Background: an optimization exercise with open tools, aiming at small area, a short achievable clock period and few clock cycles per item. Do not read the settings as production practice. The RTL was checked by simulation tests, not by an equivalence proof against the original design.

## flow/design.v (module list and top-level ports; edited modules follow where they fit)
// module ad8_fa: 4 lines
// module ad8_ha: 4 lines
// module ad8_mul8: 122 lines
// module ad8_csa8: 573 lines
// module ad8_add43: 195 lines
// module aligned_dot8: 288 lines
module aligned_dot8 (
    input  wire         clk,
    input  wire         rst,
    input  wire         in_valid,
    input  wire [127:0] a_vec,
    input  wire [127:0] b_vec,
    input  wire         ftz,
    output wire         out_valid,
    output wire [31:0]  sum_word,
    output wire [31:0]  comp_word,
    output wire         ovf
);
  // ...
==> flow/flow/run.sh <==
#!/bin/bash
# The standard layout, with the port buffers made from the small buf_1 cell
# (the standard flow's buffer_ports picks clkdlybuf4s50_1). Every port still
# gets its own buffer. make's full output goes to flow_make.log here; ORFS
# keeps each step's own log under orfs/logs.
set -euo pipefail
export BUFFER_PORTS_ARGS="-buffer_cell sky130_fd_sc_hd__buf_1"
bash standard.sh > flow_make.log 2>&1
==> flow/standard.sh <==
#!/bin/bash
# synth_recipe.tcl (not shown) runs the flow's synth.tcl, then flattens the netlist and writes it again
# the make line also repeats each setting of config.mk as NAME=value (left out here)
make -C /OpenROAD-flow-scripts/flow DESIGN_CONFIG=/design/flow/config.mk WORK_HOME=/design/flow/orfs CLKGATE_MAP_FILE= SYNTH_SCRIPT=/design/flow/synth_recipe.tcl "${@:-finish}"
==> flow/config.mk <==
export PLATFORM = sky130hd
export DESIGN_NAME = aligned_dot8
export DESIGN_NICKNAME = aligned_dot8
export VERILOG_FILES = /design/flow/design.v
export SDC_FILE = /design/flow/constraint.sdc
export NUM_CORES = 4
export LEC_CHECK = 0
export ABC_AREA = 1
export CAP_MARGIN = 20
export CORE_MARGIN = 2
export CORE_UTILIZATION = 55
export PLACE_DENSITY = 0.7
export SLEW_MARGIN = 20
export SYNTH_HIERARCHICAL = 1
==> flow/constraint.sdc <==
create_clock -name core_clock -period 90.0 [get_ports {clk}]
set_input_delay 18.0000 -clock core_clock [delete_from_list [all_inputs] [get_ports {clk}]]
set_output_delay 18.0000 -clock core_clock [all_outputs]
set_load 0.01 [all_outputs]
==> flow_summary.rst, run 1 <==
.. list-table::
   :header-rows: 1

   * - Metric
     - Value
   * - Async SR Flop Fraction
     - 0%
   * - Reg with most FFs
     - in_r
   * - Std-Cell Core Area
     - about 120000 µm²
   * - Met1 routed wirelength after detailed routing
     - between 90000 and 100000 µm
   * - Delay of the slowest cell on the worst path
     - 0.35 ns
   * - Complex-gate fraction of the synthesized area
     - ~11%
   * - Source of the worst register-to-register timing path
     - in_r[142]
   * - Post-layout min period
     - 19.21 ns
   * - Yosys cell types
     - between 70 and 80
   * - Count of pins over their slew limit
     - 0
   * - Total inserted antenna cells
     - 0
   * - Max Clock Skew
     - 0.05142 ns
   * - Port Buffer Count
     - approximately 330
   * - Layout Cells excl Fill
     - 10310
   * - Signal buf overhead
     - between 2 and 2.5%
   * - HP Class
     - flop to flop
   * - Area fraction of the dominant cell type after synthesis
     - 25.26%
   * - Placer's final routability congestion estimate
     - between 1 and 1.5
   * - Post-synthesis share of cell area spent on full adders, half adders and majority gates
     - 29.42%
   * - Largest area contributor in the netlist
     - fa_1
   * - X dimension of the die
     - 354.4 µm
   * - Biggest registers after layout
     - in_r: 257 flops, b_r: 230 flops, o_r: 65 flops
   * - Register clock-pin slew on the reported worst setup and hold paths
     - around 0.060 ns
   * - Slowest stage cell, crit path
     - dfxtp_1
   * - Outcome
     - finished clean
   * - Leading cell type in the layout, fill and taps excluded
     - nand2_1
   * - Post-route cell area
     - 69010 µm²
   * - Synth Instances
     - 8874
   * - Final wirelength
     - 222100 µm
   * - Leading cell types in the layout, fill and taps excluded
     - nand2_1 (2161), inv_1 (1081), o21ai_0 (856)
   * - Later-pin clock latency in the skew report
     - 0.71 ns
Testbench counts, summed over its fixed seeds: cycles 24,024, items 24,000.
==> inputs of run 2 (changes only) <==
--- a/flow/config.mk
+++ b/flow/config.mk
@@ -9,6 +9,8 @@
 export CAP_MARGIN = 20
 export CORE_MARGIN = 2
 export CORE_UTILIZATION = 55
+export CTS_CLUSTER_DIAMETER = 150
+export CTS_CLUSTER_SIZE = 20
 export PLACE_DENSITY = 0.7
 export SLEW_MARGIN = 20
 export SYNTH_HIERARCHICAL = 1
==> flow_summary.rst, run 2 <==
.. list-table::
   :header-rows: 1

   * - Metric
     - Value
   * - Outcome
     - finished clean (unchanged)
   * - Number of placement rows
     - 128 (unchanged)
   * - Delay of the slowest cell on the worst path
     - 0.36 ns (was 0.35 ns)
   * - Via density per instance
     - 5.668 (was 5.658)
   * - Post-layout min period
     - 19.15 ns (was 19.21 ns)
   * - Final hold violation count
     - 0 (unchanged)
   * - CP cell instances
     - buf_1 (unchanged)
   * - Initial antenna violation count
     - 2 (unchanged)
   * - Vias
     - 57940 (was 58320)
   * - Capture point of the worst path
     - comp_word[3] (unchanged)
   * - Largest family of logic cells by synthesized area
     - adder cells (unchanged)
   * - Reg with most FFs
     - in_r (unchanged)
   * - Library cell with the highest instance count after synthesis
     - nand2_1 (unchanged)
   * - Crit path buffers/inverters
     - 1 (unchanged)
   * - Post-synth EDFFs
     - 0 (unchanged)
   * - Register clock-pin slew on the reported worst setup and hold paths
     - 0.09 ns (was 0.06 ns)
   * - Post-synth design cell area
     - 67510 µm² (unchanged)
   * - Post-Syn Area per Cell
     - 7.608 µm² (unchanged)
   * - Worst endpoint required time
     - 72.00 ns (about the same)
   * - Fill cells
     - 11820 (was 11610)
   * - DRC
     - 0 (unchanged)
   * - Leading cell type in the layout, fill and taps excluded
     - nand2_1 (unchanged)
   * - Synth Instances
     - 8874 (unchanged)
   * - Placer's final routability congestion estimate
     - 1.039 (unchanged)
   * - Critical-path maximum fanout
     - 1 (unchanged)
   * - Total inserted antenna cells
     - 0 (unchanged)
   * - Cell family with most CP delay
     - flip-flops (unchanged)
   * - Cells on worst reg2reg path
     - 82 (unchanged)
   * - TritonCTS clock tree
     - done (unchanged)
   * - Ports
     - 326 (unchanged)
   * - Area fraction of the dominant cell type after synthesis
     - 25.26% (unchanged)
   * - Startpoint of the worst setup timing path
     - o_r[35] (unchanged)
   * - Type of the worst setup path
     - flop to primary output (unchanged)
   * - Source of the worst register-to-register timing path
     - in_r[142] (unchanged)
   * - Buffer count from post-CTS setup fixing
     - 0 (unchanged)
   * - Post-synthesis mux area share
     - 1.542% (unchanged)
   * - Flops & latches, synth
     - 614 (unchanged)
   * - RR Endpoint
     - b_r[220] (unchanged)
   * - Period utilisation layout
     - 21.28% (was 21.35%)
   * - Slew @ Worst Pin
     - 1.100 ns (was 1.077 ns)
   * - Simple-gate share of the synthesized area
     - 23.46% (unchanged)
   * - Die outline area
     - 125600 µm² (unchanged)
   * - Fin Setup TNS
     - 0 ns (unchanged)
   * - Largest area contributor in the netlist
     - fa_1 (unchanged)
   * - Total Nets Final
     - 9928 (was 9962)
   * - Total routing resource utilization after global routing
     - 34.87% (was 35.22%)
   * - Later-pin clock latency in the skew report
     - 0.65 ns (was 0.71 ns)
   * - Half-perimeter wire length of the detailed placement result
     - 187000 µm (unchanged)
   * - Fraction of layout cells with a size suffix above 1
     - 3.769% (was 4.653%)
   * - Starting Density
     - 55.47% (unchanged)
   * - Setup-violating endpoint count in the final report
     - 0 (unchanged)
   * - Critical path capture point type
     - primary output (unchanged)
   * - Biggest area contributors in the synthesized netlist
     - fa_1 (25%), dfxtp_1 (18%), nand2_1 (12%) (unchanged)
   * - Max-slew headroom
     - 26.66% (was 28.10%)
   * - Biggest registers after layout
     - in_r: 257 flops, b_r: 230 flops, o_r: 65 flops (unchanged)
   * - Async SR Flop Fraction
     - 0% (unchanged)
   * - Crit path arrival time
     - 1.15 ns (was 1.21 ns)
   * - Post-cts repair resize count
     - 0 (unchanged)
   * - Register area share after synthesis
     - 18.21% (unchanged)
   * - Htree depth
     - 2 (was 3)
   * - Reg-to-reg setup timing slack
     - 71.92 ns (was 71.81 ns)
   * - Die span in y
     - 354.4 µm (unchanged)
   * - Average routed wire per standard cell
     - 21.61 µm (was 21.55 µm)
   * - Quantity of hold-fixing buffers added after cts
     - 0 (unchanged)
   * - Unrepaired setup endpoints after global routing
     - no (unchanged)
   * - Final wirelength
     - 220800 µm (was 222100 µm)
   * - Largest net degree at the start of global routing
     - 57 (unchanged)
   * - Yosys synthesis warning count
     - 7 (unchanged)
   * - Main synth FF type
     - dfxtp_1 (unchanged)
   * - Number of nets with antenna violations after routing
     - 0 (unchanged)
   * - Number of CTS-inserted buffers
     - 37 (was 71)
   * - Overflow after GRT
     - 0 (unchanged)
   * - Yosys cell types
     - 75 (unchanged)
   * - Leading cell types in the layout, fill and taps excluded
     - nand2_1 (2161), inv_1 (1081), o21ai_0 (856) (unchanged)
   * - Commonest cells post-synth
     - nand2_1 (2161), inv_1 (1081), o21ai_0 (856) (unchanged)
   * - Kind of start point of the critical path
     - flop (unchanged)
   * - Length of the first detailed-routing pass in iterations
     - 6 (unchanged)
   * - Top achievable clock speed
     - 52.22 MHz (was 52.05 MHz)
   * - Startpoint of the most critical hold path
     - b_r[219] (unchanged)
   * - Largest buffer count on any clock path
     - 3 (unchanged)
   * - Wire length of the first global-routing pass
     - 336300 µm (was 338700 µm)
   * - Slowest stage cell, crit path
     - dfxtp_1 (unchanged)
   * - Number of violations of the max-capacitance limit
     - 0 (unchanged)
   * - Vias in the first global route
     - 56660 (was 57190)
   * - Critical path depth
     - 1 (unchanged)
   * - Port Buffer Count
     - 325 (unchanged)
   * - Complex-gate fraction of the synthesized area
     - 11.47% (unchanged)
   * - Initial DRC Count
     - 5538 (was 5703)
   * - HP Class
     - flop to flop (unchanged)
   * - Synth Net Count
     - 10210 (unchanged)
   * - Post-synthesis share of cell area spent on full adders, half adders and majority gates
     - 29.42% (unchanged)
   * - Master cell of the clock root buffer
     - clkbuf_16 (unchanged)
   * - X dimension of the die
     - 354.4 µm (unchanged)
   * - Synth Area in XOR/XNOR
     - 2.763% (unchanged)
   * - Area Overhead vs Synth
     - -0.06110% (was 2.215%)
   * - Count of pins over their slew limit
     - 0 (unchanged)
   * - Total clock sinks
     - 614 (unchanged)
   * - Flip-flop count of the largest register after layout
     - 257 (unchanged)
   * - Layout Utilization
     - 55.43% (was 56.70%)
   * - Std-Cell Core Area
     - 121700 µm² (unchanged)
   * - Max Clock Skew
     - 0.04055 ns (was 0.05142 ns)
==> run 2: cell counts after synthesis <==
No cell type changed its count.
==> run 2: stage by stage <==
step	hold WS (ns)	setup WS, ns	std cells	area, µm²
after floorplan	0.3096	71.67	8874	67510
after global placement	0.3147	71.51	10180	66480
final	0.3451	70.85	10220	67470
after global routing	0.3557	70.81	10220	67470
after CTS	0.3495	70.82	10220	67470
after detailed placement	0.3275	71.51	10180	66490
==> run 2: cells by family after synthesis <==
| kind of cell | count (synthesis) |
|---|---|
| simple gates | 3675 |
| buf+inv | 1829 |
| compound gates | 1372 |
| fa+ha+maj | 1076 |
| flops | 614 |
| xor+xnor | 207 |
| mux | 100 |
| other cells | 1 |
==> run 2: cell type report <==
cell class | instances | area [µm²] | area share [%]
clock buffers | 38 | 929.6 | 1.378
clock inverters | 5 | 51.30 | 0.07603
well taps | 1625 | 2033 | 3.013
multi-input cells | 6431 | 46370 | 68.73
flip-flops and latches | 614 | 12290 | 18.22
inverters | 1149 | 4318 | 6.400
repair buffers | 359 | 1475 | 2.186
==> run 2: per-module statistics from Yosys, one instance, submodules excluded <==
| module | cells inside | area [µm²] | times used |
|---|---|---|---|
| aligned_dot8 | 6793 | 45520 | 1 |
| ad8_add43 | 167 | 1062 | 1 |
| ad8_mul8 | 136 | 730.7 | 8 |
| ad8_fa | 1 | 20.02 | 691 |
| ad8_ha | 1 | 12.51 | 48 |
| ad8_csa8 | 87 | 649.4 | 1 |
==> run 2: worst min-delay path by stage <==
stage / cells after the start / slack, ns / end
global placement: 0 / 0.31 / d_r[57]
detailed placement: 0 / 0.33 / d_r[57]
global route: 0 / 0.36 / d_r[57]
finish: 0 / 0.35 / d_r[57]
floorplan: 0 / 0.31 / d_r[54]
CTS: 0 / 0.35 / d_r[57]
==> run 2: metal layers <==
layer	track usage [%]	share of wire (%)	vias up
li1	-	-	27490
met1	47.45	43	27900
met2	55.78	45	2169
met3	5.033	6.9	378
met4	14.68	4.9	2
met5	0	0.0059	-
==> module aligned_dot8, before the edit <==
module aligned_dot8 (
    input  wire         clk,
    input  wire         rst,
    input  wire         in_valid,
    input  wire [127:0] a_vec,
    input  wire [127:0] b_vec,
    input  wire         ftz,
    output wire         out_valid,
    output wire [31:0]  sum_word,
    output wire [31:0]  comp_word,
    output wire         ovf
);
    localparam P_IN  = 1;    
    localparam P_A   = 0;    
    localparam P_B   = 1;    
    localparam P_C   = 0;    
    localparam P_D   = 1;    
    localparam P_E   = 0;    
    localparam P_OUT = 1;    
    localparam LAT   = P_IN + P_A + P_B + P_C + P_D + P_E + P_OUT;
    function [12:0] radd(input [11:0] x, input [11:0] y, input ci);
        integer n;
        reg c;
        begin
            c = ci;
            for (n = 0; n < 12; n = n + 1) begin
                radd[n] = x[n] ^ y[n] ^ c;
                c = (x[n] & y[n]) | (x[n] & c) | (y[n] & c);
            end
            radd[12] = c;
        end
    endfunction
    function [16:0] radd16(input [15:0] x, input [15:0] y, input ci);
        integer n;
        reg c;
        begin
            c = ci;
            for (n = 0; n < 16; n = n + 1) begin
                radd16[n] = x[n] ^ y[n] ^ c;
                c = (x[n] & y[n]) | (x[n] & c) | (y[n] & c);
            end
            radd16[16] = c;
        end
    endfunction
    reg [LAT-1:0] vpipe;
    always @(posedge clk) begin
        if (rst) vpipe <= {LAT{1'b0}};
        else     vpipe <= {vpipe, in_valid};
    end
    assign out_valid = vpipe[LAT-1];
    reg  [256:0] in_r;
    always @(posedge clk) in_r <= {ftz, b_vec, a_vec};
    wire [256:0] in_q = P_IN ? in_r : {ftz, b_vec, a_vec};
    wire [127:0] a0   = in_q[127:0];
    wire [127:0] b0   = in_q[255:128];
    wire         ftz0 = in_q[256];
    wire [8*16-1:0] prod_a;
    wire [8*9-1:0]  raw_a;
    wire [8*10-1:0] lead_a;
    wire [7:0]      fin_a, neg_a, nan_a, inf_a;
    genvar gk;
    generate
        for (gk = 0; gk < 8; gk = gk + 1) begin : g_lane
            wire [15:0] a = a0[16*gk +: 16];
            wire [15:0] b = b0[16*gk +: 16];
            wire [7:0] ea = a[14:7];
            wire [7:0] eb = b[14:7];
            wire [6:0] ma = a[6:0];
            wire [6:0] mb = b[6:0];
            wire a_e0 = (ea == 8'h00);
            wire b_e0 = (eb == 8'h00);
            wire a_ef = (ea == 8'hFF);
            wire b_ef = (eb == 8'hFF);
            wire a_m0 = (ma == 7'd0);
            wire b_m0 = (mb == 7'd0);
            wire a_zero = a_e0 & (a_m0 | ftz0);
            wire b_zero = b_e0 & (b_m0 | ftz0);
            wire a_inf  = a_ef & a_m0;
            wire b_inf  = b_ef & b_m0;
            wire fin    = ~(a_ef | b_ef | a_zero | b_zero);
            assign neg_a[gk] = a[15] ^ b[15];
            assign nan_a[gk] = (a_ef & ~a_m0) | (b_ef & ~b_m0) | (a_inf & b_zero) | (b_inf & a_zero);
            assign inf_a[gk] = ~nan_a[gk] & (a_inf | b_inf);
            assign fin_a[gk] = fin;
            wire [15:0] pn;
            ad8_mul8 u_mul (.a({~a_e0, ma}), .b({~b_e0, mb}), .pn(pn));
            wire [15:0] p = ~pn;
            wire [12:0] rawx = radd({4'd0, ea[7:1], ea[0] | a_e0}, {4'd0, eb[7:1], eb[0] | b_e0}, 1'b0);
            wire [8:0] raw = rawx[8:0];
            reg  [3:0] msb;
            integer j;
            always @* begin
                msb = 4'd0;
                for (j = 0; j < 16; j = j + 1)
                    if (p[j]) msb = j[3:0];
            end
            wire [12:0] leadx = radd({3'd0, raw}, {8'd0, msb}, 1'b0);
            assign prod_a[16*gk +: 16] = p;
            assign raw_a[9*gk +: 9]    = raw;
            assign lead_a[10*gk +: 10] = fin ? leadx[9:0] : 10'd0;
        end
    endgenerate
    wire [7:0] nks_a = fin_a & neg_a;
    wire       infp_a = |(inf_a & ~neg_a);
    wire       infn_a = |(inf_a & neg_a);
    wire [2:0] fl_a   = {(|nan_a) | (infp_a & infn_a), infp_a | infn_a, infn_a};
    localparam WA = 8*16 + 8*9 + 8*10 + 8 + 3 + 1;
    wire [WA-1:0] a_d = {ftz0, fl_a, nks_a, lead_a, raw_a, prod_a};
    reg  [WA-1:0] a_r;
    always @(posedge clk) a_r <= a_d;
    wire [WA-1:0] a_q = P_A ? a_r : a_d;
    wire [8*16-1:0] prod_b = a_q[0 +: 128];
    wire [8*9-1:0]  raw_b  = a_q[128 +: 72];
    wire [8*10-1:0] lead_b = a_q[200 +: 80];
    wire [7:0]      nks_b  = a_q[280 +: 8];
    wire [2:0]      fl_b   = a_q[288 +: 3];
    wire            ftz_b  = a_q[291];
    reg [9:0] e_b;
    reg [7:0] cand, hit;
    integer kb, ib;
    always @* begin
        cand = 8'hFF;
        for (ib = 9; ib >= 0; ib = ib - 1) begin
            for (kb = 0; kb < 8; kb = kb + 1)
                hit[kb] = cand[kb] & lead_b[10*kb + ib];
            e_b[ib] = |hit;
            if (e_b[ib]) cand = hit;
        end
    end
    wire [7:0] live_b;
    generate
        for (gk = 0; gk < 8; gk = gk + 1) begin : g_live
            assign live_b[gk] = (lead_b[10*gk +: 10] != 10'd0);
        end
    endgenerate
    localparam WB = 128 + 72 + 8 + 8 + 3 + 1 + 10;
    wire [WB-1:0] b_d = {e_b, ftz_b, fl_b, nks_b, live_b, raw_b, prod_b};
    reg  [WB-1:0] b_r;
    always @(posedge clk) b_r <= b_d;
    wire [WB-1:0] b_q = P_B ? b_r : b_d;
    wire [8*16-1:0] prod_c = b_q[0 +: 128];
    wire [8*9-1:0]  raw_c  = b_q[128 +: 72];
    wire [7:0]      live_c = b_q[200 +: 8];
    wire [7:0]      nks_c  = b_q[208 +: 8];
    wire [2:0]      fl_c   = b_q[216 +: 3];
    wire            ftz_c  = b_q[219];
    wire [9:0]      e_c    = b_q[220 +: 10];
    wire [8*40-1:0] x_c;
    generate
        for (gk = 0; gk < 8; gk = gk + 1) begin : g_align
            wire               nk = nks_c[gk];
            wire [12:0]        tx = radd({2'd0, e_c}, ~{3'd0, raw_c[9*gk +: 9]}, 1'b1);
            wire [9:0]         t  = tx[9:0];
            wire signed [55:0] v  = {nk, prod_c[16*gk +: 16] ^ {16{nk}}, {39{nk}}};
            wire               z  = ~live_c[gk] | (|t[9:6]);
            wire signed [55:0] sh = v >>> (t[5:0] | {6{z}});
            assign x_c[40*gk +: 40] = sh[39:0];
        end
    endgenerate
    reg [3:0] cnt_c;
    integer kc;
    always @* begin
        cnt_c = 4'd0;
        for (kc = 0; kc < 8; kc = kc + 1) cnt_c = cnt_c + {3'd0, nks_c[kc]};
    end
    localparam WC = 320 + 4 + 10 + 3 + 1;
    wire [WC-1:0] c_d = {ftz_c, fl_c, e_c, cnt_c, x_c};
    reg  [WC-1:0] c_r;
    always @(posedge clk) c_r <= c_d;
    wire [WC-1:0] c_q = P_C ? c_r : c_d;
    wire [319:0] x_d   = c_q[0 +: 320];
    wire [3:0]   cnt_d = c_q[320 +: 4];
    wire [9:0]   e_d   = c_q[324 +: 10];
    wire [2:0]   fl_d  = c_q[334 +: 3];
    wire         ftz_d = c_q[337];
    wire [42:0] r0_d, r1_d;
    ad8_csa8 u_csa (.x0(x_d[0 +: 40]), .x1(x_d[40 +: 40]), .x2(x_d[80 +: 40]), .x3(x_d[120 +: 40]),
                    .x4(x_d[160 +: 40]), .x5(x_d[200 +: 40]), .x6(x_d[240 +: 40]), .x7(x_d[280 +: 40]),
                    .cnt(cnt_d), .r0(r0_d), .r1(r1_d));
    wire [42:0] u_d;
    ad8_add43 u_add (.a(r0_d), .b(r1_d), .s(u_d));
    wire [43:0] s_d = {{1'b0, u_d[42:40]} - cnt_d, u_d[39:0]};
    localparam WD = 44 + 10 + 3 + 1;
    wire [WD-1:0] d_d = {ftz_d, fl_d, e_d, s_d};
    reg  [WD-1:0] d_r;
    always @(posedge clk) d_r <= d_d;
    wire [WD-1:0] d_q = P_D ? d_r : d_d;
    wire [43:0] s_e   = d_q[0 +: 44];
    wire [9:0]  e_e   = d_q[44 +: 10];
    wire [2:0]  fl_e  = d_q[54 +: 3];
    wire        ftz_e = d_q[57];
    wire        sgn_e = s_e[43];
    wire [42:0] mag_e = sgn_e ? (~s_e[42:0] + 43'd1) : s_e[42:0];
    wire        mzero_e = (s_e == 44'd0);
    reg  [5:0]  lz_e;
    integer i;
    always @* begin
        lz_e = 6'd42;
        for (i = 0; i < 43; i = i + 1)
            if (mag_e[i]) lz_e = 6'd42 - i[5:0];
    end
    wire [12:0] eb139x_e = radd({2'b00, e_e}, ~12'd139, 1'b1);
    wire [11:0] eb139_e  = eb139x_e[11:0];
    wire [12:0] eadjx_e  = radd(eb139_e, ~{6'd0, lz_e}, 1'b1);
    wire [11:0] eadjs_e  = eadjx_e[11:0];
    wire        gnorm_e  = ~eadjs_e[11];
    wire [12:0] eb25x_e  = radd({2'b00, e_e}, ~12'd114, 1'b1);    
    wire        sund_e  = ~gnorm_e & eb25x_e[11];
    wire [6:0]  samt_e  = gnorm_e ? {1'b0, lz_e} + 7'd25 : (sund_e ? 7'd0 : eb25x_e[6:0]);
    wire [67:0] fx_e    = {25'd0, mag_e} << samt_e;
    wire [42:0] f_e     = sund_e ? 43'd0 : fx_e[67:25];
    wire        lost_e  = sund_e | (|fx_e[24:0]);
    wire [24:0] q_e     = {1'b0, f_e[42:19]} + {24'd0, f_e[18]};
    wire [8:0]  eadj_e  = gnorm_e ? eadjs_e[8:0] : 9'd0;
    wire [12:0] efldx_e = radd({3'd0, eadj_e}, {10'd0, q_e[24:23]}, 1'b0);
    wire [9:0]  efld_e  = efldx_e[9:0];
    wire        g_ovf_e  = ~mzero_e & (efld_e[9] | efld_e[8] | (&efld_e[7:0]));
    wire        g_zero_e = mzero_e | ((efld_e == 10'd0) & (ftz_e | (q_e[22:0] == 23'd0)));
    wire [31:0] g_bits_e = {sgn_e, efld_e[7:0], q_e[22:0]};
    wire [18:0] low_e    = f_e[18:0];
    wire        guard_e  = f_e[18];
    wire        below0_e = (f_e[17:0] == 18'd0) & ~lost_e;
    localparam WE = 32 + 19 + 6 + 12 + 3 + 1;
    wire [WE-1:0] e_dd = {ftz_e, fl_e, eadjs_e, sgn_e, gnorm_e, g_ovf_e, g_zero_e, guard_e, below0_e, low_e, g_bits_e};
    reg  [WE-1:0] e_r;
    always @(posedge clk) e_r <= e_dd;
    wire [WE-1:0] e_q = P_E ? e_r : e_dd;
    wire [31:0] g_bits_f = e_q[0 +: 32];
    wire [18:0] low_f    = e_q[32 +: 19];
    wire        below0_f = e_q[51];
    wire        guard_f  = e_q[52];
    wire        g_zero_f = e_q[53];
    wire        g_ovf_f  = e_q[54];
    wire        gnorm_f  = e_q[55];
    wire        sgn_f    = e_q[56];
    wire [11:0] eadjs_f  = e_q[57 +: 12];
    wire [2:0]  fl_f     = e_q[69 +: 3];
    wire        ftz_f    = e_q[72];
    wire        rneg_f  = sgn_f ^ guard_f;
    wire [18:0] rem_f   = guard_f ? (~low_f + 19'd1) : low_f;
    wire        rzero_f = (rem_f == 19'd0);
    reg  [4:0]  lzr_f;
    always @* begin
        lzr_f = 5'd18;
        for (i = 0; i < 19; i = i + 1)
            if (rem_f[i]) lzr_f = 5'd18 - i[4:0];
    end
    wire [12:0] dcx_f   = radd(eadjs_f, ~({7'd0, lzr_f} + 12'd24), 1'b1);   
    wire        cnorm_f = ~dcx_f[11];
    wire [5:0]  scamt_f = cnorm_f ? {1'b0, lzr_f} + 6'd24 : eadjs_f[5:0];
    wire [61:0] cx_f    = {43'd0, rem_f} << scamt_f;
    wire [23:0] cfld_f  = cx_f[42:19];
    wire [23:0] q2_f    = cfld_f + {23'd0, cx_f[18]};
    wire [12:0] efcx_f  = radd(eadjs_f, ~({7'd0, lzr_f} + 12'd23), 1'b1);   
    wire [11:0] efc_f   = efcx_f[11:0];
    wire [31:0] cn_f    = cnorm_f ? {rneg_f, efc_f[7:0], cfld_f[22:0]}
                                  : (ftz_f ? {rneg_f, 31'd0} : {rneg_f, 8'd0, q2_f[22:0]});
    reg  [31:0] c_bits_f;
    always @* begin
        if (g_zero_f)
            c_bits_f = {sgn_f, 31'd0};
        else if (gnorm_f)
            c_bits_f = rzero_f ? 32'd0 : cn_f;
        else if (!below0_f)
            c_bits_f = {rneg_f, 31'd0};
        else if (!guard_f)
            c_bits_f = 32'd0;
        else
            c_bits_f = {rneg_f, 30'd0, ~ftz_f};
    end
    reg  [64:0] o_d;
    always @* begin
        if (fl_f[2])
            o_d = {1'b0, 32'd0, 32'h7FC0_0000};
        else if (fl_f[1])
            o_d = {1'b0, 32'd0, fl_f[0], 31'h7F80_0000};
        else if (g_ovf_f)
            o_d = {1'b1, 32'd0, sgn_f, 31'h7F80_0000};
        else
            o_d = {1'b0, c_bits_f, g_zero_f ? 32'd0 : g_bits_f};
    end
    reg  [64:0] o_r;
    always @(posedge clk) o_r <= o_d;
    wire [64:0] o_q = P_OUT ? o_r : o_d;
    assign sum_word  = o_q[31:0];
    assign comp_word = o_q[63:32];
    assign ovf       = o_q[64];
endmodule
==> inputs of run 3 (changes only) <==
--- a/flow/design.v
+++ b/flow/design.v
@@ -946,21 +946,31 @@
         else     vpipe <= {vpipe, in_valid};
     end
     assign out_valid = vpipe[LAT-1];
-    reg  [256:0] in_r;
-    always @(posedge clk) in_r <= {ftz, b_vec, a_vec};
-    wire [256:0] in_q = P_IN ? in_r : {ftz, b_vec, a_vec};
-    wire [127:0] a0   = in_q[127:0];
-    wire [127:0] b0   = in_q[255:128];
-    wire         ftz0 = in_q[256];
+    genvar gk;
+    wire [119:0] ma_in, mb_in;
+    wire [7:0]   sg_in;
+    generate
+        for (gk = 0; gk < 8; gk = gk + 1) begin : g_in
+            assign ma_in[15*gk +: 15] = a_vec[16*gk +: 15];
+            assign mb_in[15*gk +: 15] = b_vec[16*gk +: 15];
+            assign sg_in[gk]          = a_vec[16*gk + 15] ^ b_vec[16*gk + 15];
+        end
+    endgenerate
+    reg  [248:0] in_r;
+    always @(posedge clk) in_r <= {ftz, sg_in, mb_in, ma_in};
+    wire [248:0] in_q = P_IN ? in_r : {ftz, sg_in, mb_in, ma_in};
+    wire [119:0] a0   = in_q[119:0];
+    wire [119:0] b0   = in_q[239:120];
+    wire [7:0]   sg0  = in_q[247:240];
+    wire         ftz0 = in_q[248];
     wire [8*16-1:0] prod_a;
     wire [8*9-1:0]  raw_a;
     wire [8*10-1:0] lead_a;
     wire [7:0]      fin_a, neg_a, nan_a, inf_a;
-    genvar gk;
     generate
         for (gk = 0; gk < 8; gk = gk + 1) begin : g_lane
-            wire [15:0] a = a0[16*gk +: 16];
-            wire [15:0] b = b0[16*gk +: 16];
+            wire [14:0] a = a0[15*gk +: 15];
+            wire [14:0] b = b0[15*gk +: 15];
             wire [7:0] ea = a[14:7];
             wire [7:0] eb = b[14:7];
             wire [6:0] ma = a[6:0];
@@ -976,7 +986,7 @@
             wire a_inf  = a_ef & a_m0;
             wire b_inf  = b_ef & b_m0;
             wire fin    = ~(a_ef | b_ef | a_zero | b_zero);
-            assign neg_a[gk] = a[15] ^ b[15];
+            assign neg_a[gk] = sg0[gk];
             assign nan_a[gk] = (a_ef & ~a_m0) | (b_ef & ~b_m0) | (a_inf & b_zero) | (b_inf & a_zero);
             assign inf_a[gk] = ~nan_a[gk] & (a_inf | b_inf);
             assign fin_a[gk] = fin;
==> flow_summary.rst, run 3 <==
.. list-table::
   :header-rows: 1

   * - Metric
     - Value
   * - Starting Density
     - 55.30% (was 55.47%)
   * - Cells on worst reg2reg path
     - 92 (was 82)
   * - Quantity of hold-fixing buffers added after cts
     - 0 (unchanged)
   * - Biggest area contributors in the synthesized netlist
     - fa_1 (25%), dfxtp_1 (18%), nand2_1 (12%) (unchanged)
   * - Count of pins over their slew limit
     - 0 (unchanged)
   * - Length of the first detailed-routing pass in iterations
     - 7 (was 6)
   * - HP Class
     - flop to flop (unchanged)
   * - Post-synth design cell area
     - 67130 µm² (was 67510 µm²)
   * - Initial antenna violation count
     - 4 (was 2)
   * - Total clock sinks
     - 606 (was 614)
   * - Post-synth EDFFs
     - 0 (unchanged)
   * - TritonCTS clock tree
     - done (unchanged)
   * - Reg-to-reg setup timing slack
     - 71.59 ns (was 71.92 ns)
   * - Source of the worst register-to-register timing path
     - d_r[0] (was in_r[142])
   * - Delay of the slowest cell on the worst path
     - 0.35 ns (was 0.36 ns)
   * - Buffer count from post-CTS setup fixing
     - 0 (unchanged)
   * - Vias
     - 58150 (was 57940)
   * - Flip-flop count of the largest register after layout
     - 249 (was 257)
   * - Total inserted antenna cells
     - 0 (unchanged)
   * - Reg with most FFs
     - in_r (unchanged)
   * - Leading cell types in the layout, fill and taps excluded
     - nand2_1 (2165), inv_1 (1091), o21ai_0 (853) (was nand2_1 (2161), inv_1 (1081), o21ai_0 (856))
   * - CP cell instances
     - buf_1 (unchanged)
   * - Area fraction of the dominant cell type after synthesis
     - 25.41% (was 25.26%)
   * - Final hold violation count
     - 0 (unchanged)
   * - Port Buffer Count
     - 325 (unchanged)
   * - Unrepaired setup endpoints after global routing
     - no (unchanged)
   * - Area Overhead vs Synth
     - 0.1546% (was -0.06110%)
   * - Number of placement rows
     - 128 (unchanged)
   * - Post-cts repair resize count
     - 0 (unchanged)
   * - Total routing resource utilization after global routing
     - 33.44% (was 34.87%)
   * - Critical path capture point type
     - primary output (unchanged)
   * - Synth Net Count
     - 10170 (was 10210)
   * - Later-pin clock latency in the skew report
     - 0.66 ns (was 0.65 ns)
   * - Synth Instances
     - 8831 (was 8874)
   * - Setup-violating endpoint count in the final report
     - 0 (unchanged)
   * - Number of CTS-inserted buffers
     - 38 (was 37)
   * - Critical-path maximum fanout
     - 1 (unchanged)
   * - Commonest cells post-synth
     - nand2_1 (2165), inv_1 (1091), o21ai_0 (853) (was nand2_1 (2161), inv_1 (1081), o21ai_0 (856))
   * - Largest net degree at the start of global routing
     - 57 (unchanged)
   * - Initial DRC Count
     - 6301 (was 5538)
   * - Flops & latches, synth
     - 606 (was 614)
   * - Slew @ Worst Pin
     - 1.170 ns (was 1.100 ns)
   * - Average routed wire per standard cell
     - 20.74 µm (was 21.61 µm)
   * - Yosys synthesis warning count
     - 7 (unchanged)
   * - Storage element area
     - 12130 µm² (was 12290 µm²)
   * - Placer's final routability congestion estimate
     - 1.069 (was 1.039)
   * - Leading cell type in the layout, fill and taps excluded
     - nand2_1 (unchanged)
   * - RR Endpoint
     - o_r[41] (was b_r[220])
   * - Worst hold stages
     - 0 (unchanged)
   * - Fin Setup TNS
     - 0 ns (unchanged)
   * - Kind of start point of the critical path
     - flop (unchanged)
   * - Crit path arrival time
     - 1.14 ns (was 1.15 ns)
   * - Crit path buffers/inverters
     - 1 (unchanged)
   * - Worst setup slack after placement
     - 71.53 ns (was 71.51 ns)
   * - Outcome
     - finished clean (unchanged)
   * - Half-perimeter wire length of the detailed placement result
     - 176600 µm (was 187000 µm)
   * - Startpoint of the most critical hold path
     - b_r[219] (unchanged)
   * - Yosys cell types
     - 74 (was 75)
   * - Area used by multi-input combinational logic
     - 46240 µm² (was 46370 µm²)
   * - Post-Syn Area per Cell
     - 7.602 µm² (was 7.608 µm²)
   * - Async SR Flop Fraction
     - 0% (unchanged)
   * - Slowest stage cell, crit path
     - dfxtp_1 (unchanged)
   * - Type of the worst setup path
     - flop to primary output (unchanged)
   * - Hold-critical path endpoint
     - d_r[57] (unchanged)
   * - Register area share after synthesis
     - 18.07% (was 18.21%)
   * - Wire length of the first global-routing pass
     - 325700 µm (was 336300 µm)
   * - Max-slew headroom
     - 21.28% (was 26.66%)
   * - Number of violations of the max-capacitance limit
     - 0 (unchanged)
   * - Overflow after GRT
     - 0 (unchanged)
   * - Fill cells
     - 11750 (was 11820)
   * - Htree depth
     - 2 (unchanged)
   * - Main synth FF type
     - dfxtp_1 (unchanged)
   * - Largest area contributor in the netlist
     - fa_1 (unchanged)
   * - Largest buffer count on any clock path
     - 3 (unchanged)
   * - Top achievable clock speed
     - 52.24 MHz (was 52.22 MHz)
   * - X dimension of the die
     - 353.4 µm (was 354.4 µm)
   * - Final Worst Setup Slack
     - 70.86 ns (was 70.85 ns)
   * - Vias in the first global route
     - 56590 (was 56660)
   * - Ports
     - 326 (unchanged)
   * - Max Clock Skew
     - 0.04001 ns (was 0.04055 ns)
   * - Post-layout min period
     - 19.14 ns (was 19.15 ns)
   * - Master cell of the clock root buffer
     - clkbuf_16 (unchanged)
   * - Number of nets with antenna violations after routing
     - 0 (unchanged)
   * - Library cell with the highest instance count after synthesis
     - nand2_1 (unchanged)
   * - Biggest registers after layout
     - in_r: 249 flops, b_r: 230 flops, o_r: 65 flops (was in_r: 257 flops, b_r: 230 flops, o_r: 65 flops)
   * - Fraction of layout cells with a size suffix above 1
     - 3.424% (was 3.769%)
   * - Register clock-pin slew on the reported worst setup and hold paths
     - 0.09 ns (about the same)
   * - Die outline area
     - 124900 µm² (was 125600 µm²)
   * - Final wirelength
     - 211200 µm (was 220800 µm)
   * - Worst endpoint required time
     - 72.00 ns (about the same)
   * - Period utilisation layout
     - 21.27% (was 21.28%)
   * - Via density per instance
     - 5.711 (was 5.668)
   * - Cell family with most CP delay
     - flip-flops (unchanged)
   * - DRC
     - 0 (unchanged)
   * - Std-Cell Core Area
     - 121400 µm² (was 121700 µm²)
   * - Die span in y
     - 353.4 µm (was 354.4 µm)
   * - Total Nets Final
     - 9884 (was 9928)
run 3: cell count changes after synthesis, moves of 8 or more:
cell and delta:
a21oi_1 +8, nand3_1 -34, buf_6 -8, xnor2_1 -8, xor2_1 +15, buf_4 -9, inv_1 +10, nor2_2 -10
nor3_1 -11, nand4_1 +10, dfxtp_1 -8
run 3: worst reg2reg max path, delay by kind of cell, from the launching register on:
family                   cells  cell delay (ns)
AO/OA/AOI/OAI                3             0.90
XOR/XNOR                     2             0.50
adder cells (fa/ha/maj)     20             5.86
buffers and inverters       14             2.64
flip-flops                   1             0.39
AND/OR/NAND/NOR             53             8.07
run 3: how the worst max path moves through the flow:
stage,startpoint,to,slack [ns],cells after the start
5_1_grt,d_r[0],o_r[41],69.80,92
3_3_place_gp,o_r[54],comp_word[22],71.53,1
2_1_floorplan,o_r[32],comp_word[0],71.67,0
3_5_place_dp,o_r[36],comp_word[4],71.53,1
6_report,o_r[36],comp_word[4],70.86,1
4_1_cts,vpipe[3],out_valid,70.81,1
run 3: kinds of logic (layout without fill, tap and decap cells):
| group | after synthesis | count (layout) | synth area share [%] |
|---|---|---|---|
| AND/OR/NAND/NOR | 3617 | 3617 | 23.18 |
| multiplexers | 105 | 105 | 1.625 |
| XOR/XNOR | 207 | 207 | 2.701 |
| buffers and inverters | 1828 | 1553 | 13.04 |
| AO/OA/AOI/OAI | 1391 | 1391 | 11.79 |
| adder cells (fa/ha/maj) | 1076 | 1076 | 29.58 |
| flip-flops | 606 | 606 | 18.07 |
| other | 1 | 1 | 0.005586 |
run 3: per-layer routing:
metal	vias to the layer above	track usage (%)	wire length, µm
li1	27380	-	-
met1	27890	44.49	87290
met5	-	0	12
met4	2	15.51	11590
met3	421	4.403	15610
met2	2459	54.32	96690
run 3: final cells by class:
class                   count  area share [%]
inverters                1153           6.441
multi-input cells        6397           68.78
clock buffers              38           1.414
repair buffers            352           2.116
flip-flops and latches    606           18.04
clock inverters            10          0.1842
well taps                1625           3.024
run 3: per-stage QoR:
| stage | util, % | hold WS, ns | cells | instance area, µm² |
|---|---|---|---|---|
| after floorplan | - | 0.3096 | 8831 | 67130 |
| after global placement | 54.50 | 0.3132 | 10130 | 66160 |
| after detailed placement | 54.50 | 0.3174 | 10130 | 66160 |
| after CTS | 55.39 | 0.3375 | 10180 | 67240 |
| after global routing | 55.39 | 0.3441 | 10180 | 67240 |
| final | 55.39 | 0.3361 | 10180 | 67240 |
run 3: per-module statistics from Yosys, one instance, submodules excluded:
module / flip-flops and latches / cells / copies in the design / cell area (µm²)
ad8_add43: 0 / 167 / 1 / 1062
ad8_csa8: 0 / 87 / 1 / 649.4
aligned_dot8: 606 / 6750 / 1 / 45140
ad8_fa: 0 / 1 / 691 / 20.02
ad8_mul8: 0 / 136 / 8 / 730.7
ad8_ha: 0 / 1 / 48 / 12.51
Testbench counts of run 3, summed over its fixed seeds: cycles 24,024, items 24,000.
==> inputs of run 4 (changes only) <==
--- a/flow/config.mk
+++ b/flow/config.mk
@@ -8,9 +8,9 @@
 export ABC_AREA = 1
 export CAP_MARGIN = 20
 export CORE_MARGIN = 2
-export CORE_UTILIZATION = 55
+export CORE_UTILIZATION = 62
 export CTS_CLUSTER_DIAMETER = 150
 export CTS_CLUSTER_SIZE = 20
-export PLACE_DENSITY = 0.7
+export PLACE_DENSITY = 0.78
 export SLEW_MARGIN = 20
 export SYNTH_HIERARCHICAL = 1
==> flow_summary.rst, run 4 <==
.. list-table::
   :header-rows: 1

   * - Metric
     - Value
   * - Outcome
     - finished clean (unchanged)
   * - DRC
     - 0 (unchanged)
   * - Cells after DPL
     - 9913 (was 10130)
   * - Starting Density
     - 62.62% (was 55.30%)
   * - Post-Syn Area per Cell
     - 7.602 µm² (unchanged)
   * - Wire length of the first global-routing pass
     - 330900 µm (was 325700 µm)
   * - Post-synthesis mux area share
     - 1.625% (unchanged)
   * - TritonCTS clock tree
     - done (unchanged)
   * - Yosys synthesis warning count
     - 7 (unchanged)
   * - Quantity of hold-fixing buffers added after cts
     - 0 (unchanged)
   * - Fin Setup TNS
     - 0 ns (unchanged)
   * - Half-perimeter wire length of the detailed placement result
     - 181900 µm (was 176600 µm)
   * - Final hold violation count
     - 0 (unchanged)
   * - Largest area contributor in the netlist
     - fa_1 (unchanged)
   * - Flops & latches, synth
     - 606 (unchanged)
   * - Unrepaired setup endpoints after global routing
     - no (unchanged)
   * - Count of pins over their slew limit
     - 0 (unchanged)
   * - Post-synth design cell area
     - 67130 µm² (unchanged)
   * - Layout Utilization
     - 62.42% (was 55.39%)
   * - Final wirelength
     - 217200 µm (was 211200 µm)
   * - Vias in the first global route
     - 56770 (was 56590)
   * - Register clock-pin slew on the reported worst setup and hold paths
     - 0.08 ns (was 0.09 ns)
   * - Slew @ Worst Pin
     - 1.209 ns (was 1.170 ns)
   * - Top achievable clock speed
     - 52.11 MHz (was 52.24 MHz)
   * - Delay of the slowest cell on the worst path
     - 0.34 ns (was 0.35 ns)
   * - Critical path capture point type
     - primary output (unchanged)
   * - Area Overhead vs Synth
     - -0.3205% (was 0.1546%)
   * - Master cell of the clock root buffer
     - clkbuf_16 (unchanged)
   * - Ports
     - 326 (unchanged)
   * - Buffer count from post-CTS setup fixing
     - 0 (unchanged)
   * - Number of violations of the max-capacitance limit
     - 0 (unchanged)
   * - Max Clock Skew
     - 0.06084 ns (was 0.04001 ns)
   * - Leading cell types in the layout, fill and taps excluded
     - nand2_1 (2165), inv_1 (1091), o21ai_0 (853) (unchanged)
   * - Post-cts repair resize count
     - 0 (unchanged)
   * - Die span in y
     - 333.1 µm (was 353.4 µm)
   * - Later-pin clock latency in the skew report
     - 0.69 ns (was 0.66 ns)
   * - Largest net degree at the start of global routing
     - 57 (unchanged)
   * - Die outline area
     - 110900 µm² (was 124900 µm²)
   * - Setup-violating endpoint count in the final report
     - 0 (unchanged)
   * - Main synth FF type
     - dfxtp_1 (unchanged)
   * - Worst endpoint required time
     - 72.00 ns (about the same)
   * - Library cell with the highest instance count after synthesis
     - nand2_1 (unchanged)
   * - Biggest registers after layout
     - in_r: 249 flops, b_r: 230 flops, o_r: 65 flops (unchanged)
   * - Post-synthesis share of cell area spent on full adders, half adders and majority gates
     - 29.58% (unchanged)
   * - Leading cell type in the layout, fill and taps excluded
     - nand2_1 (unchanged)
   * - Number of placement rows
     - 120 (was 128)
   * - Placer's final routability congestion estimate
     - 1.079 (was 1.069)
   * - Total inserted antenna cells
     - 0 (unchanged)
   * - Max-slew headroom
     - 18.66% (was 21.28%)
   * - Std-Cell Core Area
     - 107200 µm² (was 121400 µm²)
   * - Commonest cells post-synth
     - nand2_1 (2165), inv_1 (1091), o21ai_0 (853) (unchanged)
   * - Total clock sinks
     - 606 (unchanged)
   * - Critical-path maximum fanout
     - 1 (unchanged)
   * - Largest family of logic cells by synthesized area
     - adder cells (unchanged)
   * - Layout Cells excl Fill
     - 9955 (was 10180)
   * - Port Buffer Count
     - 325 (unchanged)
   * - Total routing resource utilization after global routing
     - 38.70% (was 33.44%)
   * - Synth Instances
     - 8831 (unchanged)
   * - Register area share after synthesis
     - 18.07% (unchanged)
   * - Synth Net Count
     - 10170 (unchanged)
   * - Largest buffer count on any clock path
     - 3 (unchanged)
   * - Flip-flop count of the largest register after layout
     - 249 (unchanged)
   * - Crit path buffers/inverters
     - 1 (unchanged)
   * - Fraction of layout cells with a size suffix above 1
     - 3.379% (was 3.424%)
   * - Yosys cell types
     - 74 (unchanged)
   * - Slowest stage cell, crit path
     - dfxtp_1 (unchanged)
   * - Vias
     - 59080 (was 58150)
   * - Overflow after GRT
     - 0 (unchanged)
   * - Synth Area in XOR/XNOR
     - 2.701% (unchanged)
   * - HP Class
     - flop to flop (unchanged)
   * - Initial antenna violation count
     - 3 (was 4)
   * - Via density per instance
     - 5.935 (was 5.711)
   * - Biggest area contributors in the synthesized netlist
     - fa_1 (25%), dfxtp_1 (18%), nand2_1 (12%) (unchanged)
   * - Number of nets with antenna violations after routing
     - 0 (unchanged)
   * - Worst setup slack after placement
     - 71.35 ns (was 71.53 ns)
   * - CP cell instances
     - buf_1 (unchanged)
   * - Total Nets Final
     - 9884 (unchanged)
   * - Length of the first detailed-routing pass in iterations
     - 10 (was 7)
   * - Area fraction of the dominant cell type after synthesis
     - 25.41% (unchanged)
   * - Complex-gate fraction of the synthesized area
     - 11.79% (unchanged)
   * - Initial DRC Count
     - 6299 (was 6301)
   * - Period utilisation layout
     - 21.32% (was 21.27%)
   * - Number of CTS-inserted buffers
     - 36 (was 38)
   * - Type of the worst setup path
     - flop to primary output (unchanged)
   * - Post-synth EDFFs
     - 0 (unchanged)
   * - Cell family with most CP delay
     - flip-flops (unchanged)
   * - Kind of start point of the critical path
     - flop (unchanged)
   * - Average routed wire per standard cell
     - 21.82 µm (was 20.74 µm)
   * - Simple-gate share of the synthesized area
     - 23.18% (unchanged)
   * - Async SR Flop Fraction
     - 0% (unchanged)
   * - Post-layout min period
     - 19.19 ns (was 19.14 ns)
   * - Crit path arrival time
     - 1.19 ns (was 1.14 ns)
   * - Reg with most FFs
     - in_r (unchanged)
   * - X dimension of the die
     - 333.1 µm (was 353.4 µm)
   * - Htree depth
     - 2 (unchanged)
   * - Final Worst Setup Slack
     - 70.81 ns (was 70.86 ns)
run 4: cell counts after synthesis:
Identical to the previous run, type by type.
run 4: metal layers:
layer | share of wire, % | vias to the layer above | track usage [%]
met5 | 0 | - | 0
met4 | 6.2 | 0 | 20.51
met3 | 8.2 | 502 | 5.634
met2 | 45 | 2920 | 61.60
met1 | 40 | 28240 | 51.32
li1 | - | 27420 | -
run 4: final cells by class:
class,instances,area (µm²)
multi-input combinational,6397,46250
fill,9597,40290
sequential,606,12130
inverter,1153,4330
tap,1403,1755
timing repair buffer,354,1438
clock buffer,37,904.6
clock inverter,5,107.6
run 4: worst paths after layout:
kind | slack, ns | to | from | cells after the start
worst max-delay path | 70.81 | ovf | o_r[64] | 1
worst min register to register | 0.34 | d_r[55] | b_r[217] | 0
worst max register to register | 71.14 | o_r[41] | d_r[0] | 92
worst min-delay path | 0.34 | d_r[55] | b_r[217] | 0
run 4: logic make-up (layout without fill, tap and decap cells):
family,after synthesis,in the layout
compound gates,1391,1391
xor+xnor,207,207
fa+ha+maj,1076,1076
buf+inv,1828,1549
flops,606,606
mux,105,105
other cells,1,1
simple gates,3617,3617
run 4: stage by stage:
stage | cell area, µm² | hold slack (ns)
after floorplan | 67130 | 0.3096
after global placement | 65900 | 0.3103
after detailed placement | 65900 | 0.3172
after CTS | 66920 | 0.3385
after global routing | 66920 | 0.3397
final | 66920 | 0.3369
run 4: modules after synthesis, one instance, submodules excluded:
module | cell area (µm²) | flops+latches | cells
ad8_ha | 12.51 | 0 | 1
ad8_csa8 | 649.4 | 0 | 87
ad8_mul8 | 730.7 | 0 | 136
ad8_fa | 20.02 | 0 | 1
ad8_add43 | 1062 | 0 | 167
aligned_dot8 | 45140 | 606 | 6750

[separate check: timing with driven ports]
How much do the figures lean on ideal ports? The routed layouts below were timed once more, with nothing changed but the port constraints. Step 1 sets driving cells, clkbuf_16 on the clock port and buf_2 on the other inputs (assumed; they add their load-dependent delay and slew). Step 2 moves the port delays by t, midway between the first and last clock arrival at a register: inputs arrive t later, outputs are due t later. That takes back most of the time a late clock gives input paths. a / b / c = ideal ports / drivers / drivers and shift; a / b = the first two.
run	t (ns)	slack for setup (ns)	worst setup path after step 2	clock arrival spread, ns
run 1	0.770	70.786 / 70.703 / 71.474	register to output	0.052 / 0.051
run 2	0.705	70.851 / 70.773 / 71.478	register to output	0.041 / 0.041
run 3	0.728	70.858 / 70.775 / 71.503	register to output	0.042 / 0.042
run 4	0.736	70.811 / 70.729 / 71.137	register to register	0.064 / 0.063
After both steps setup and hold are still met in every run listed.
